Source: an optimization exercise on an open RTL-to-GDS flow (aim: small area, a short achievable clock period and few clock cycles per item). Production flows keep margins and buffers that such runs may drop. At most, simulation tests tie the RTL to the original design; equivalence was not proved.

## run E
==> flow/design.v <==
module par_engine (
    input  wire         clk,
    input  wire         rst_n,
    input  wire         in_valid,
    output wire         in_ready,
    input  wire         in_first,
    input  wire         in_last,
    input  wire [1:0]   in_kind,      
    input  wire [3:0]   in_sheet,
    input  wire [127:0] in_data,
    input  wire [1:0]   cfg_nerase,
    input  wire [3:0]   cfg_sx,
    input  wire [3:0]   cfg_sy,
    output reg          out_valid,
    input  wire         out_ready,
    output reg  [127:0] out_a,
    output reg  [127:0] out_b,
    output reg          out_lost
);
    function [7:0] xtime;
        input [7:0] a;
        xtime = {a[6:0], 1'b0} ^ (a[7] ? 8'h1D : 8'h00);
    endfunction
    function [7:0] gf_mul;
        input [7:0] a;
        input [7:0] b;
        integer i;
        reg [7:0] p, aa;
        begin
            p  = 8'h00;
            aa = a;
            for (i = 0; i < 8; i = i + 1) begin
                if (b[i]) p = p ^ aa;
                aa = xtime(aa);
            end
            gf_mul = p;
        end
    endfunction
    localparam [247:0] E_TAB = 248'h261387CDE8743A1D80402010080402018E47ADD86C361B83CFE9FA7DB0582C;
    localparam [247:0] Z_TAB = 248'h8AC0E48574FBA9A0545FED729DA7F400F5A69C73EC5E55A1A8FA7584E5C18B;
    reg          s1_v;
    reg          s1_first;
    reg          s1_last;
    reg  [1:0]   s1_kind;
    reg  [3:0]   s1_sheet;
    reg  [127:0] s1_d;
    reg  [1:0]   g_n;
    reg  [3:0]   g_sx;
    reg  [3:0]   g_sy;
    reg          ready_r;
    assign in_ready = ready_r;
    wire take = in_valid && ready_r;
    always @(posedge clk) begin
        s1_v     <= rst_n && take;
        s1_first <= in_first;
        s1_last  <= in_last;
        s1_kind  <= in_kind;
        s1_sheet <= in_sheet;
        s1_d     <= in_data;
        if (take && in_first) begin
            g_n  <= cfg_nerase;
            g_sx <= cfg_sx;
            g_sy <= cfg_sy;
        end
    end
    wire       n0 = (g_n == 2'd0);
    wire       n1 = (g_n == 2'd1);
    wire       n2 = g_n[1];
    wire [3:0] r  = n2 ? g_sy : n1 ? g_sx : 4'd0;
    wire [3:0] s_e = (s1_kind == 2'd2) ? 4'd0 : s1_sheet;
    wire [4:0] e  = {1'b0, s_e} + 5'd15 - {1'b0, r};
    wire [7:0] we = E_TAB[8*e +: 8];
    wire [4:0] d  = {1'b0, g_sx} + 5'd15 - {1'b0, g_sy};
    wire [7:0] z  = n2 ? Z_TAB[8*d +: 8] : 8'h01;
    reg [7:0] v;
    always @(*) begin
        case (s1_kind)
            2'd0:    v = {we[7:1], we[0] ^ n2};
            2'd1:    v = {7'd0, n2};
            2'd2:    v = n0 ? 8'h00 : we;
            default: v = 8'h00;
        endcase
    end
    wire [7:0] coef = gf_mul(z, v);
    reg          s2_v;
    reg          s2_last;
    reg          s2_clr;      
    reg          s2_binc;     
    reg          s2_p;
    reg          s2_q;
    reg  [1:0]   s2_n;
    reg  [7:0]   s2_c;
    reg  [127:0] s2_d;
    always @(posedge clk) begin
        s2_v    <= rst_n && s1_v;
        s2_last <= s1_last;
        s2_clr  <= s1_v && s1_first;
        s2_binc <= s1_v && (s1_kind == 2'd0 || (s1_kind == 2'd1 && !n0));
        s2_p    <= s1_v && (s1_kind == 2'd1);
        s2_q    <= s1_v && (s1_kind == 2'd2);
        s2_n    <= g_n;
        s2_c    <= s1_v ? coef : 8'd0;
        s2_d    <= s1_d;
    end
    reg  [127:0] acc_a_n;
    reg  [127:0] acc_b_n;
    wire [127:0] acc_a = ~acc_a_n;
    wire [127:0] acc_b = ~acc_b_n;
    reg          g_sp;
    reg          g_sq;
    reg          a_done;      
    reg [63:0] cols;
    integer j;
    always @(*) begin
        cols[7:0] = s2_c;
        for (j = 1; j < 8; j = j + 1)
            cols[8*j +: 8] = xtime(cols[8*(j-1) +: 8]);
    end
    reg [127:0] nxt_a;
    reg [127:0] nxt_b;
    integer l, b;
    always @(*) begin
        for (l = 0; l < 16; l = l + 1) begin
            nxt_a[8*l +: 8] = s2_clr ? 8'h00 : acc_a[8*l +: 8];
            for (b = 0; b < 8; b = b + 1)
                if (s2_d[8*l + b]) nxt_a[8*l +: 8] = nxt_a[8*l +: 8] ^ cols[8*b +: 8];
        end
        nxt_b = (s2_clr ? 128'd0 : acc_b) ^ (s2_binc ? s2_d : 128'd0);
    end
    wire nxt_sp = (!s2_clr && g_sp) || s2_p;
    wire nxt_sq = (!s2_clr && g_sq) || s2_q;
    wire r_n0 = (s2_n == 2'd0);
    wire r_n1 = (s2_n == 2'd1);
    wire r_n2 = s2_n[1];
    wire res_lost = r_n1 ? !(nxt_sp || nxt_sq) : r_n2 ? !(nxt_sp && nxt_sq) : 1'b0;
    wire a_from_b = r_n0 || (r_n1 && nxt_sp);
    wire [127:0] res_a = res_lost ? 128'd0 : (a_from_b ? nxt_b : nxt_a);
    wire [127:0] res_b = (res_lost || r_n1) ? 128'd0 : r_n0 ? nxt_a : (nxt_a ^ nxt_b);
    wire fin      = (s2_v && s2_last) || a_done;
    wire out_free = !out_valid;
    wire out_load = fin && out_free;
    wire n_s1last = take && in_last;
    wire n_fin    = (s1_v && s1_last) || (fin && !out_free);
    wire n_ov     = out_load || (out_valid && !out_ready);
    wire n_ready  = !((n_s1last || (n_fin && n_ov)) && (n_fin || n_ov));
    always @(posedge clk) begin
        acc_a_n <= ~nxt_a;
        acc_b_n <= ~nxt_b;
        g_sp  <= nxt_sp;
        g_sq  <= nxt_sq;
        if (out_load) begin
            out_a    <= res_a;
            out_b    <= res_b;
            out_lost <= res_lost;
        end
        if (!rst_n) begin
            a_done    <= 1'b0;
            out_valid <= 1'b0;
            ready_r   <= 1'b1;
        end else begin
            a_done    <= fin && !out_free;
            out_valid <= n_ov;
            ready_r   <= n_ready;
        end
    end
endmodule
clock: 22.0 ns
lec_check: 0
cap_margin: 20
core_margin: 2
core_utilization: 55
cts_buf_list: sky130_fd_sc_hd__clkbuf_16
cts_cluster_diameter: 100
cts_cluster_size: 24
slew_margin: 20
standard.sh (not shown) runs the stock make flow with config.mk's settings and CLKGATE_MAP_FILE= SYNTH_SCRIPT=/design/flow/synth_recipe.tcl, a recipe that flattens the netlist after the stock synthesis.
==> flow/flow/run.sh <==
#!/bin/bash
set -euo pipefail
export BUFFER_PORTS_ARGS="-buffer_cell sky130_fd_sc_hd__buf_1"
export CTS_ARGS="-sink_clustering_enable -repair_clock_nets -sink_clustering_size 24 -sink_clustering_max_diameter 100 -buf_list sky130_fd_sc_hd__clkbuf_16 -sink_clustering_levels 1 -dont_use_dummy_load -distance_between_buffers 500 -branching_point_buffers_distance 500"
bash standard.sh > flow.log 2>&1
Testbench counts of run E, summed over its fixed seeds: cycles 24,088, items 3,200.
[inputs] run F vs run E
==> flow/flow/run.sh <==
#!/bin/bash
set -euo pipefail
export BUFFER_PORTS_ARGS="-buffer_cell sky130_fd_sc_hd__buf_1"
export CTS_ARGS="-sink_clustering_enable -repair_clock_nets -sink_clustering_size 24 -sink_clustering_max_diameter 100 -buf_list sky130_fd_sc_hd__clkbuf_16 -sink_clustering_levels 1 -dont_use_dummy_load"
bash standard.sh > flow.log 2>&1
Results
- The final layout from run F, which completed every stage, passed the timing, DRC and antenna checks at the end of the flow.
- As far as die area goes, run F and run E are indistinguishable; the numbers are identical.
- Diff run F..run E | non-clock buffering overhead in the final layout | unchanged
- As far as max-slew violation count goes, run E and run F are indistinguishable; the numbers are identical.
- Summary of run F over run E: number of standard cells in the final layout excluding fillers held steady.
- Hold slack came out exactly the same in run E and run F.
- On worst path buffer plus inverter count, run E tracks run F almost exactly.
- As far as synthesized area goes, run F and run E are indistinguishable; the numbers are identical.
- In terms of required time of the critical path, run F and run E differ only marginally.

========
par_engine, a different RTL version from the one above (not shown whole).
For scale: roughly 5,400 cells after synthesis, roughly 410 I/O pins, about 46,000 um^2 of cells after synthesis.
Settings: LEC_CHECK=0, CAP_MARGIN=20, CORE_MARGIN=2, CORE_UTILIZATION=55, CTS_BUF_LIST=sky130_fd_sc_hd__clkbuf_16, CTS_CLUSTER_DIAMETER=100, CTS_CLUSTER_SIZE=24, SLEW_MARGIN=20; clock period 22.0 ns.
==> flow/flow/run.sh <==
#!/bin/bash
set -euo pipefail
export BUFFER_PORTS_ARGS="-buffer_cell sky130_fd_sc_hd__buf_2"
bash standard.sh > flow.log 2>&1
Testbench counts at the start, summed over its fixed seeds: cycles 24,088, items 3,200.
Next try:
==> flow/flow/run.sh (replaced) <==
#!/bin/bash
set -euo pipefail
export BUFFER_PORTS_ARGS="-buffer_cell sky130_fd_sc_hd__buf_1"
bash standard.sh > flow.log 2>&1
=> Global-route usage is lower by 0.33 points; worst setup slack is about the same; area after synthesis does not change; wire length goes down by 1.1%; design area is lower by 0.89%; register-to-register slack improved by 0.09 ns; hold slack degrades by 0.0053 ns; sequential share of layout area went up by 0.34 points.

========
Another version of the RTL of par_engine (not shown whole).
For scale: roughly 5200 cells after synthesis, about 45000 um^2 of cells after synthesis.
clock: 22.0 ns
lec_check: 0
cap_margin: 20
core_margin: 2
core_utilization: 50
cts_buf_list: sky130_fd_sc_hd__clkbuf_16
cts_cluster_diameter: 100
cts_cluster_size: 24
slew_margin: 20
==> flow/flow/run.sh <==
#!/bin/bash
set -euo pipefail
export BUFFER_PORTS_ARGS="-buffer_cell sky130_fd_sc_hd__buf_1"
bash standard.sh > flow.log 2>&1
Rerun with:
Settings changed: CORE_UTILIZATION 50 to 60, CTS_CLUSTER_DIAMETER 100 to 80, CTS_CLUSTER_SIZE 24 to 20.
Non-clock buffer count decreases by 7.
Clock skew increases by 0.0074 ns.
Design area hardly moves.
Via count increases by 1.1%.
Hold slack degrades by 0.012 ns.
Die area decreases by 16%.
Utilization increases by 11 points.
Sequential cell count stays the same.
Routed wire length decreases by 3.3%.
Function was not checked in any run of this note: the RTL went through the layout flow alone.

========
job 2615:
RTL: one of the versions met above, not the one the previous note started from.
Size in the first run: ~5400 cells after synthesis, about 810 flip-flops.
export LEC_CHECK = 0
export CAP_MARGIN = 20
export CORE_MARGIN = 2
export CORE_UTILIZATION = 55
export CTS_BUF_LIST = sky130_fd_sc_hd__clkbuf_16
export CTS_CLUSTER_DIAMETER = 100
export CTS_CLUSTER_SIZE = 24
export GPL_TIMING_DRIVEN = 1
export SLEW_MARGIN = 20
create_clock -name core_clock -period 22.0 [get_ports {clk}]
Scripts as last shown in full above: flow/flow/run.sh
Testbench counts of job 2615, summed over its fixed seeds: cycles 24,088, items 3,200.
The following lists how job 2074 was set up differently from job 2615:
- a deleted CTS_BUF_LIST that had been sky130_fd_sc_hd__clkbuf_16
- a deleted CTS_CLUSTER_SIZE that had been 24
- a change of CORE_UTILIZATION from 55 to 30
- a deleted CTS_CLUSTER_DIAMETER that had been 100
- a deleted GPL_TIMING_DRIVEN that had been 1
==> flow/run.sh (new file) <==
#!/bin/bash
# synth_recipe.tcl (not shown) runs the flow's synth.tcl, then flattens the netlist and writes it again
# the make line also repeats each setting of config.mk as NAME=value (left out here)
make -C /OpenROAD-flow-scripts/flow DESIGN_CONFIG=/design/flow/config.mk WORK_HOME=/design/flow/orfs CLKGATE_MAP_FILE= SYNTH_SCRIPT=/design/flow/synth_recipe.tcl finish
removed: flow/flow/run.sh
removed: flow/standard.sh
Notes after the runs:
Cmp job 2615 and job 2074 / final weighted congestion in routability-driven placement / lower: job 2074
Post-route worst setup slack ended up 0.49 ns lower on job 2074 than on job 2615.
The worst hold slack after final layout of job 2615 and that of job 2074 are within noise of each other.
Job 2615 -> job 2074: total setup buffers inserted after CTS delta 0, exact match
Job 2074 completed; timing, DRC and antenna clean
Delta (job 2074 minus job 2615): clock skew has remained practically unchanged, sequential share of layout area has decreased, post-route cell area has increased, final period utilization has increased, share of cells above drive strength 1 has increased.
What job 2168 does differently from job 2074 at the input level:
- CORE_UTILIZATION changed from 30 to 55
==> flow/flow/run.sh (new file) <==
#!/bin/bash
set -euo pipefail
export BUFFER_PORTS_ARGS="-buffer_cell sky130_fd_sc_hd__buf_2"
bash standard.sh > flow.log 2>&1
==> flow/standard.sh (new file) <==
#!/bin/bash
# synth_recipe.tcl (not shown) runs the flow's synth.tcl, then flattens the netlist and writes it again
# the make line also repeats each setting of config.mk as NAME=value (left out here)
make -C /OpenROAD-flow-scripts/flow DESIGN_CONFIG=/design/flow/config.mk WORK_HOME=/design/flow/orfs CLKGATE_MAP_FILE= SYNTH_SCRIPT=/design/flow/synth_recipe.tcl "${@:-finish}"
removed: flow/run.sh
- The higher global-route track usage on met2 of job 2168 and job 2074 is in job 2168.
- The run showing the smaller maximum frequency is job 2074.
Input-level comparison between job 9466 and job 2168:
- CORE_UTILIZATION now 30, was 55
[summary]
What job 2168 reported for detailed-route wire length on metal 1 has to be multiplied by 1.16 to get the figure for job 9466. The run showing the greater share of the cycle needed by the critical path after routing is job 9466. Sequential cell count: job 2168 vs job 9466 identical. When the final numbers for job 2168 and job 9466 were put side by side, the aggregate routed wire length turned out to be smaller in job 2168. In the flow results for job 2168 and job 9466, the antenna diode count is larger on job 2168. | global-route usage | lower: job 9466 |. The beginning of the critical path comes out out_a[123] in one run and out_a[3] in the other, namely in job 2168 and job 9466 respectively. Comparing job 2168 and job 9466, the higher post-synthesis to final-layout area growth is on job 9466. Final cell area: job 9466 above job 2168.
--- input diff job 9466..job 6980 ---
- setting CTS_CLUSTER_DIAMETER to 80 for the first time
- setting CTS_BUF_LIST to sky130_fd_sc_hd__clkbuf_16 for the first time
- changing CORE_UTILIZATION from 30 to 60
- setting CTS_CLUSTER_SIZE to 20 for the first time
==> flow/flow/run.sh <==
#!/bin/bash
set -euo pipefail
export BUFFER_PORTS_ARGS="-buffer_cell sky130_fd_sc_hd__buf_1"
bash standard.sh > flow.log 2>&1
## What came out
Looking at the reports, job 6980 completed the entire flow and the layout it produced met the timing, DRC and antenna checks. [compare] base=job 9466 new=job 6980: wire length dropped 24 mm, minimum period implied by the final worst setup slack now smaller, count of clock-buffer cells in the layout dropped about 60%, relative area of non-clock buffer cells in the final design went down 1.0 points. Changes observed in job 6980 relative to job 9466: final net count decreased 59; portion of the clock cycle consumed by the worst path in the final layout lost 0.38 points; final area down 3700 um2; worst endpoint data arrival time down 0.08 ns. Looking at detailed-routed wire length on met3, job 6980 sits above job 9466.

[port drivers added, routing unchanged]
In the flow no input, the clock included, has a driving cell. The finished layouts below were timed again as built, in two steps. Step 1: set_driving_cell puts a clkbuf_16 on clk and a buf_2 on each other input, an assumption about the parent block. Step 2 adds t to the input delays and takes it off the output delays; t is the mean of the earliest and latest rising clock arrival at the registers after step 1. Input paths then give back, and output paths get back, about the clock's delay inside the block. a / b / c = ideal / step 1 / step 2; a / b = the first two.
run | t (ns) | setup slack, ns | latest minus earliest clock arrival (ns) | worst data-port slew with drivers (ns)
run E | 0.672 | 16.356 / 16.283 / 16.625 | 0.073 / 0.072 | 0.13
run F | 0.672 | 16.356 / 16.283 / 16.625 | 0.073 / 0.072 | 0.13
the first run of note 2 | 0.684 | 16.296 / 16.226 / 16.545 | 0.037 / 0.038 | 0.11
the second run of note 2 | 0.697 | 16.295 / 16.224 / 16.531 | 0.036 / 0.036 | 0.07
the first run of note 3 | 0.689 | 15.985 / 15.985 / 15.985 | 0.032 / 0.033 | 0.08
the second run of note 3 | 0.718 | 16.204 / 16.131 / 16.441 | 0.039 / 0.040 | 0.05
job 2615 | 0.697 | 16.295 / 16.224 / 16.531 | 0.036 / 0.036 | 0.07
job 2074 | 0.786 | 15.805 / 15.728 / 16.114 | 0.030 / 0.031 | 0.10
job 2168 | 0.740 | 16.240 / 16.169 / 16.540 | 0.037 / 0.037 | 0.10
job 9466 | 0.805 | 16.198 / 16.121 / 16.479 | 0.038 / 0.038 | 0.11
job 6980 | 0.705 | 16.282 / 16.212 / 16.597 | 0.032 / 0.032 | 0.06
After both steps setup and hold are still met in every run listed.
